This is an optimization exercise on Yosys and OpenROAD, whose aim is small area, a short achievable clock period and few clock cycles per item, not a production implementation. The RTL of this run was laid out without a check of its function.

==> flow/design.v <==
module fq_muldiv32 (
    input  wire        clk,
    input  wire        rst,
    input  wire        in_valid,
    output wire        in_ready,
    input  wire [2:0]  fn,
    input  wire [31:0] a,
    input  wire [31:0] b,
    output reg         out_valid,
    output reg  [31:0] out_result
);
    reg        s_mul, s_divb, s_div, rdy, first;
    reg [32:0] X;           
    reg [33:0] Y;           
    reg [33:0] R;           
    reg [31:0] L;           
    reg [4:0]  cnt;         
    reg [2:0]  mtot;        
    reg        hi;          
    reg        want_rem, dneg;
    reg        an, bn;      
    reg [5:0]  lza, lzb;    
    reg        o_mul, o_div, o_hi, o_rem, o_neg;
    reg [2:0]  o_mtot;
    assign in_ready = rdy;
    wire accept = in_valid & rdy;
    wire last   = (cnt == 5'd1);
    wire a_sx = (fn == 3'd0) | (fn == 3'd1) | (fn == 3'd3);
    wire b_sx = (fn == 3'd0) | (fn == 3'd1);
    wire e_a  = a_sx & a[31];
    wire e_b  = b_sx & b[31];
    wire f1 = (b[31:7]  == {25{e_b}});
    wire f2 = (b[31:15] == {17{e_b}});
    wire f3 = (b[31:23] == {9{e_b}});
    wire f4 = (b[31] == e_b);
    wire g1 = (a[31:7]  == {25{e_a}});
    wire g2 = (a[31:15] == {17{e_a}});
    wire swap = ~fn[2] & ((g1 & ~f1) | (g2 & ~f2));
    wire [2:0] m_in = swap ? (g1 ? 3'd1 : 3'd2) :
                      f1 ? 3'd1 : f2 ? 3'd2 : f3 ? 3'd3 : f4 ? 3'd4 : 3'd5;
    wire an_in = fn[2] & ~fn[0] & a[31];
    wire bn_in = fn[2] & ~fn[0] & b[31];
    wire [31:0] a1 = a ^ {32{an_in}};
    wire [31:0] b1 = b ^ {32{bn_in}};
    wire [32:0] mx_in = swap ? {e_b, b} : {e_a, a1};
    wire [32:0] my_in = swap ? {e_a, a} : {e_b, b1};
    wire bz_in = (b == 32'd0);
    wire fq_in = bz_in |
                 ((a1[31:3]  == 29'd0) & (b1[31:4]  != 28'd0)) |
                 ((a1[31:7]  == 25'd0) & (b1[31:8]  != 24'd0)) |
                 ((a1[31:11] == 21'd0) & (b1[31:12] != 20'd0)) |
                 ((a1[31:15] == 17'd0) & (b1[31:16] != 16'd0)) |
                 ((a1[31:19] == 13'd0) & (b1[31:20] != 12'd0)) |
                 ((a1[31:23] == 9'd0)  & (b1[31:24] != 8'd0))  |
                 ((a1[31:27] == 5'd0)  & (b1[31:28] != 4'd0));
    reg  [3:0] bneg, bone, btwo;
    wire [8:0] yd_n = accept ? {my_in[7:0], 1'b0} : Y[16:8];
    reg  [3:0] bneg_n, bone_n, btwo_n;
    integer k;
    always @(*) begin
        for (k = 0; k < 4; k = k + 1) begin
            bone_n[k] = yd_n[2*k+1] ^ yd_n[2*k];
            btwo_n[k] = (yd_n[2*k+2] ^ yd_n[2*k+1]) & ~(yd_n[2*k+1] ^ yd_n[2*k]);
            bneg_n[k] = yd_n[2*k+2] & ~(yd_n[2*k+1] & yd_n[2*k]);
        end
    end
    wire [33:0] ppx [0:3];
    genvar j;
    generate
        for (j = 0; j < 4; j = j + 1) begin : g_booth
            wire [33:0] sel = ({34{bone[j]}} & {X[32], X}) | ({34{btwo[j]}} & {X, 1'b0});
            assign ppx[j] = sel ^ {34{bneg[j]}};
        end
    endgenerate
    wire [33:0] acc = first ? 34'd0 : R;
    wire [41:0] sum = {{8{acc[33]}}, acc}
                    + {{8{ppx[0][33]}}, ppx[0]}
                    + {{6{ppx[1][33]}}, ppx[1], 2'b0}
                    + {{4{ppx[2][33]}}, ppx[2], 4'b0}
                    + {{2{ppx[3][33]}}, ppx[3], 6'b0}
                    + {35'd0, bneg[3], 1'b0, bneg[2], 1'b0, bneg[1], 1'b0, bneg[0]};
    function [5:0] clz32(input [31:0] v);
        reg [1:0] c2 [0:15];
        reg [2:0] c4 [0:7];
        reg [3:0] c8 [0:3];
        reg [4:0] c16 [0:1];
        reg [15:0] z2;
        reg [7:0] z4;
        reg [3:0] z8;
        reg [1:0] z16;
        integer i;
        begin
            for (i = 0; i < 16; i = i + 1) begin
                z2[i] = ~(v[2*i+1] | v[2*i]);
                c2[i] = {1'b0, ~v[2*i+1]};
            end
            for (i = 0; i < 8; i = i + 1) begin
                z4[i] = z2[2*i+1] & z2[2*i];
                c4[i] = z2[2*i+1] ? {2'b01, c2[2*i][0]} : {1'b0, c2[2*i+1]};
            end
            for (i = 0; i < 4; i = i + 1) begin
                z8[i] = z4[2*i+1] & z4[2*i];
                c8[i] = z4[2*i+1] ? {2'b01, c4[2*i][1:0]} : {1'b0, c4[2*i+1]};
            end
            for (i = 0; i < 2; i = i + 1) begin
                z16[i] = z8[2*i+1] & z8[2*i];
                c16[i] = z8[2*i+1] ? {2'b01, c8[2*i][2:0]} : {1'b0, c8[2*i+1]};
            end
            if (z16[1] & z16[0])
                clz32 = 6'd32;
            else
                clz32 = z16[1] ? {2'b01, c16[0][3:0]} : {1'b0, c16[1]};
        end
    endfunction
    wire [31:0] da = X[31:0];                   
    wire [31:0] db = Y[32:1];                   
    wire [31:0] aa = da + {31'd0, an};
    wire [31:0] ab = db + {31'd0, bn};
    wire        bz  = (db == 32'd0) & ~bn;
    wire [6:0]  tsh = 7'd31 + {1'b0, lza} - {6'd0, an} - {1'b0, lzb};    
    wire        fin = bz | (tsh[6:5] == 2'b01);   
    wire [4:0]  sh  = tsh[6] ? 5'd0 : {tsh[4:1], 1'b0};
    wire [63:0] ash = {32'd0, aa} << sh;
    wire [4:0]  kdiv = 5'd16 - {1'b0, sh[4:1]};
    wire [31:0] d   = X[31:0];
    wire [35:0] w   = {2'b00, R[31:0], L[31:30]};
    wire [35:0] c1  = w - {4'd0, d};
    wire [35:0] c2  = w - {3'd0, d, 1'b0};
    wire [35:0] c3  = w - {2'd0, Y};
    wire [1:0]  qd  = !c3[35] ? 2'd3 : !c2[35] ? 2'd2 : !c1[35] ? 2'd1 : 2'd0;
    wire [31:0] r2  = !c3[35] ? c3[31:0] : !c2[35] ? c2[31:0] : !c1[35] ? c1[31:0] : w[31:0];
    reg [31:0] mul_res;
    always @(*) begin
        if (!o_hi) begin
            case (o_mtot)
                3'd1:    mul_res = {R[23:0], L[31:24]};
                3'd2:    mul_res = {R[15:0], L[31:16]};
                3'd3:    mul_res = {R[7:0], L[31:8]};
                default: mul_res = L;
            endcase
        end else begin
            case (o_mtot)
                3'd1:    mul_res = {{22{R[33]}}, R[33:24]};
                3'd2:    mul_res = {{14{R[33]}}, R[33:16]};
                3'd3:    mul_res = {{6{R[33]}}, R[33:8]};
                3'd4:    mul_res = R[31:0];
                default: mul_res = {R[23:0], L[31:24]};
            endcase
        end
    end
    wire [31:0] dv      = o_rem ? R[31:0] : L;
    wire [31:0] div_res = o_neg ? (~dv + 32'd1) : dv;
    always @(posedge clk) begin
        if (rst) begin
            s_mul     <= 1'b0;
            s_divb    <= 1'b0;
            s_div     <= 1'b0;
            rdy       <= 1'b1;
            o_mul     <= 1'b0;
            o_div     <= 1'b0;
            out_valid <= 1'b0;
        end else begin
            out_valid <= o_mul | o_div;
            o_mul     <= s_mul & last;
            o_div     <= (s_div & last) | (s_divb & fin);
            if (s_mul & last)  s_mul  <= 1'b0;
            if (s_divb)        s_divb <= 1'b0;
            if (s_divb & !fin) s_div  <= 1'b1;
            if (s_div & last)  s_div  <= 1'b0;
            if (accept) begin
                s_mul  <= ~fn[2];
                s_divb <= fn[2];
            end
            if (accept)
                rdy <= fn[2] ? fq_in : (m_in == 3'd1);
            else if ((s_mul | s_div) & !last)
                rdy <= (cnt == 5'd2);
            else if (s_divb)
                rdy <= fin | (kdiv == 5'd1);
            else
                rdy <= 1'b1;
        end
    end
    always @(posedge clk) begin
        out_result <= o_mul ? mul_res : div_res;
        if (s_mul & last) begin
            o_mtot <= mtot;
            o_hi   <= hi;
        end
        if ((s_div & last) | s_divb) begin
            o_rem <= want_rem;
            o_neg <= s_divb ? (want_rem ? an : (an ^ bn) & !bz) : dneg;
        end
        first <= accept;
        if (accept)
            Y <= {my_in, 1'b0};
        else if (s_divb)
            Y <= {2'b00, ab} + {1'b0, ab, 1'b0};
        else if (!s_div)
            Y <= {{8{Y[33]}}, Y[33:8]};
        bneg  <= bneg_n;
        bone  <= bone_n;
        btwo  <= btwo_n;
        if (accept) begin
            X        <= mx_in;
            cnt      <= {2'b00, m_in};
            mtot     <= m_in;
            hi       <= (fn[1:0] != 2'd0);
            want_rem <= fn[1];
            an       <= an_in;
            lza      <= clz32(a1);
            lzb      <= clz32(b1);
            bn       <= bn_in;
        end else if (s_mul) begin
            cnt <= cnt - 5'd1;
        end else if (s_divb) begin
            X    <= {1'b0, ab};
            cnt  <= kdiv;
            dneg <= want_rem ? an : (an ^ bn);
        end else if (s_div) begin
            cnt <= cnt - 5'd1;
        end
        if (s_mul) begin
            R <= sum[41:8];
            L <= {sum[7:0], L[31:8]};
        end else if (s_divb) begin
            R <= {2'b00, fin ? aa : ash[63:32]};
            L <= fin ? {32{bz}} : ash[31:0];
        end else begin
            R <= {2'b00, r2};
            L <= {L[29:0], qd};
        end
    end
endmodule
==> flow/flow/run.sh <==
#!/bin/bash
# Standard layout, with Yosys's own Brent-Kung carry-lookahead for adders
# (no Kogge-Stone extra map) and the timing repair steps asked to leave
# extra setup slack.
set -euo pipefail
export SYNTH_OPERATIONS_ARGS=-no-rw-check
export SETUP_SLACK_MARGIN=10
bash standard.sh > standard_flow.log 2>&1
==> flow/standard.sh <==
#!/bin/bash
# synth_recipe.tcl (not shown) runs the flow's synth.tcl, then flattens the netlist and writes it again
# the make line also repeats each setting of config.mk as NAME=value (left out here)
make -C /OpenROAD-flow-scripts/flow DESIGN_CONFIG=/design/flow/config.mk WORK_HOME=/design/flow/orfs CLKGATE_MAP_FILE= SYNTH_SCRIPT=/design/flow/synth_recipe.tcl "${@:-finish}"
==> flow/config.mk <==
export PLATFORM = sky130hd
export DESIGN_NAME = fq_muldiv32
export DESIGN_NICKNAME = fq_muldiv32
export VERILOG_FILES = /design/flow/design.v
export SDC_FILE = /design/flow/constraint.sdc
export NUM_CORES = 4
export LEC_CHECK = 0
export CAP_MARGIN = 70
export CORE_MARGIN = 2
export CORE_UTILIZATION = 40
export SLEW_MARGIN = 70
==> flow/constraint.sdc <==
create_clock -name core_clock -period 15.0 [get_ports {clk}]
set_input_delay 3.0000 -clock core_clock [delete_from_list [all_inputs] [get_ports {clk}]]
set_output_delay 3.0000 -clock core_clock [all_outputs]
set_load 0.01 [all_outputs]
==> run summary <==
DR pass1 iterations=8; CP cell instances=buf_6 -> buf_8 -> a22oi_2 -> xnor2_2 -> fa_1 -> fa_1 -> inv_1 -> fa_1 -> inv_1 -> ha_4 -> nand4_1 -> nor4_4 -> a2111oi_4 -> buf_4 -> o22a_4 -> o31ai_4 -> a41oi_2 -> a21oi_2 -> fa_2 -> a221oi_2 -> nand2_1; Mapped Cells=3,970; Synth area leaders=fa_1 (12%), ha_1 (11%), edfxtp_1 (8.9%), dfxtp_1 (7.5%), xnor2_1 (6.9%); cts bufs inserted=28; most common cell in the synthesized netlist=inv_1; Worst slew margin=66.0%; Max Freq=172 MHz; PortBufs=between 100 and 150; CP endpoint kind=flip-flop; Initial DRC Count=3,723; Synth top area share=12.0%; Post-synth EDFFs=95; DR vias=31,800; Area Growth Syn to Fin=19.3%; worst hold path type=flip-flop to flip-flop; cell accounting for the most synthesized area=fa_1; Final nets=4,605; chip height=roughly 290 um; post-synthesis register bit count=216; GRT Residual Overflow=0; Slowest cell on crit path=edfxtp_1; setup ws final=9.19 ns; # clock sinks=216; Final Hold Fails=0; register area=around 5300 um2; Die W=287 um; worst reg-to-reg path cell count=21; # fillers=7,678; dpl hpwl=around 98 mm; Arr. time, crit path=6.28 ns; post-placement setup slack=roughly 8.5 ns; H-tree depth=1; synthesized area=32,100 um2; final setup violation count=0; footprint of the multi-input gates=26,100 um2; Critical Path Start Type=flip-flop; core area=between 70,000 and 80,000 um2; Routed WL per cell=25.1 um; All-Layer GR Usage=30.5%; number of global-route vias before repair=29,900; setup_tns=0 ns; Remaining DRCs=0; worst slew pin tran=0.510 ns; Synth Area per Inst=8.09 um2; hold path depth=0; Slew Limit Fails=0; status=timing/DRC/antenna clean; Yosys cell types=110; min Tclk post-route=5.81 ns; root buffer cell=clkbuf_16; io pins=between 100 and 150; Worst Path Buf+Inv=5; RSZ-0062 raised after global routing=yes; TritonCTS clock tree=yes; layout cells sized above 1=about 18%; post-route ant nets=0; total of max-cap violations=0; top cells by count, synth=inv_1 (357), nor2_1 (323), nand2_1 (311); sequential area share after synthesis=around 16%; Required @ worst endpoint=15.46 ns; Placer Congestion=1.01; Post-synth top flop=dfxtp_1; global-route wire length before repair=193 mm; stages on the worst setup path=21; Rows=just over 100; initial antenna violation count=6; Setup CP Type=flip-flop to flip-flop; asr flop ratio synth=0%; Avg Vias per Cell=just over 6; initial core utilization=about 41%; final wirelength=129 mm; largest net degree at the start of global routing=71; clock slew at reported path FFs=0.06 ns; fin util=between 40% and 50%; Skew-Pair Late Insertion Delay=0.59 ns; crit path max fanout=7; cell family with most CP delay=adder cells; Diodes inserted=0; fin crit share=38.7%; Post-Syn Nets=4,511; Critical Path Most Common Cell=fa_1; clock buffer depth=3; Clock Skews=0.0204 ns; Die ar.=82,500 um2; Crit path largest cell delay=around 0.53 ns; yosys warns=9
==> worst reg2reg max path: cells and delay by family, from the launching register on <==
kind / cells / cell delay, ns
XOR/XNOR: 1 / 0.09
buffers and inverters: 5 / 0.61
flip-flops: 1 / 0.53
AND/OR/NAND/NOR: 3 / 0.60
adder cells (fa/ha/maj): 5 / 2.25
AO/OA/AOI/OAI: 7 / 1.60
==> cell families (layout without fill, tap and decap cells) <==
kind of cell,after synthesis,after routing,share of synthesized area [%]
AO/OA/AOI/OAI,1174,1174,24.3
XOR/XNOR,320,320,8.73
adder cells (fa/ha/maj),471,471,22.8
buffers and inverters,653,768,8.08
flip-flops,216,216,16.4
multiplexers,173,173,5.65
AND/OR/NAND/NOR,963,964,14.0
==> state kept, by name (all words and copies together), names as in the netlist, 3 cells and up <==
register    cells
L              32
R              34
X              33
Y              34
bneg            4
bone            4
btwo            4
cnt             5
lza             6
lzb             6
mtot            3
o_mtot          3
out_result     32
==> per-layer routing <==
metal	share of wire, %	GRT usage, %	wire, um
met2	44	48.0	56600
met4	6.7	16.0	8590
met5	0.016	0	21
met3	9.2	5.37	11800
met1	40	40.1	51900
==> area by class of cell <==
cell class | count | area share (%)
Multi-Input combinational cell | 3102 | 68.2
Timing Repair inverter | 1 | 0.0294
Inverter | 362 | 3.67
Clock buffer | 32 | 1.95
Clock inverter | 20 | 0.434
Timing Repair Buffer | 353 | 8.45
Sequential cell | 216 | 13.9
Tap cell | 1050 | 3.43
==> stage by stage <==
step           instance area (um2)  hold WS [ns]  std cells
2_1_floorplan                32500         0.400       3970
3_3_place_gp                 34100         0.406       4916
3_5_place_dp                 35200         0.405       4988
4_1_cts                      37400         0.421       5093
5_1_grt                      38300         0.432       5136
6_report                     38300         0.420       5136
==> cell usage in the layout, fill, tap and decap left out, types with 22 or more instances in the layout <==
master             n
a21o_1            69
dfxtp_1          100
edfxtp_1          95
o211ai_1          31
nand2_1          301
nor2_1           311
mux2i_1          148
ha_4              23
o31ai_1           22
nand3_1           39
clkdlybuf4s50_1   49
clkbuf_16         30
o21ai_0          220
xor2_1            40
o221ai_1          34
and3_1            38
a22oi_1          147
xnor2_1          229
nor3_1            37
clkbuf_2          27
o22ai_1           40
a21oi_1          232
inv_1            338
fa_1             171
buf_4            149
buf_2             33
ha_1             251
nand4_1           28
buf_6             36
nand2b_1          32
a211oi_1          52
o21ai_1           53
==> final timing paths <==
kind	startpoint	endpoint	slack (ns)
max	X[8]$_DFFE_PP_	R[30]$_DFF_P_	9.19
min	mtot[2]$_DFFE_PP_	o_mtot[2]$_DFFE_PP_	0.42
max reg2reg	X[8]$_DFFE_PP_	R[30]$_DFF_P_	9.19
min reg2reg	mtot[2]$_DFFE_PP_	o_mtot[2]$_DFFE_PP_	0.42
==> timing repair <==
action	CTS	global route
setup buffers	49	28
gates cloned	4	3
hold buffers	0	0
pin swaps	77	72
endpoints found under the setup margin	123	98
endpoints found under the hold margin	0	0
gates resized for setup	244	142

[port drivers added, routing unchanged]
How much do the figures lean on ideal ports? The routed layout below was timed once more, with nothing changed but the port constraints.
Step 1: set_driving_cell puts a clkbuf_16 on clk and a buf_2 on each other input, an assumption about the parent block.
Step 2, shift: input delay + t, output delay - t, t = (earliest + latest rising clock arrival at the registers) / 2. This alone moves slack from input paths to output paths.
Three values: no drivers, after step 1, after step 2; two values: the first two.
shift t [ns]: 0.640
setup WS [ns]: 9.188 / 9.188 / 9.188
worst slew at a driven data input, ns: 0.05
After both steps this run still meets setup and hold. For this run, drivers alone change the setup slack by 0.000 ns; drivers and shift together by 0.000 ns.
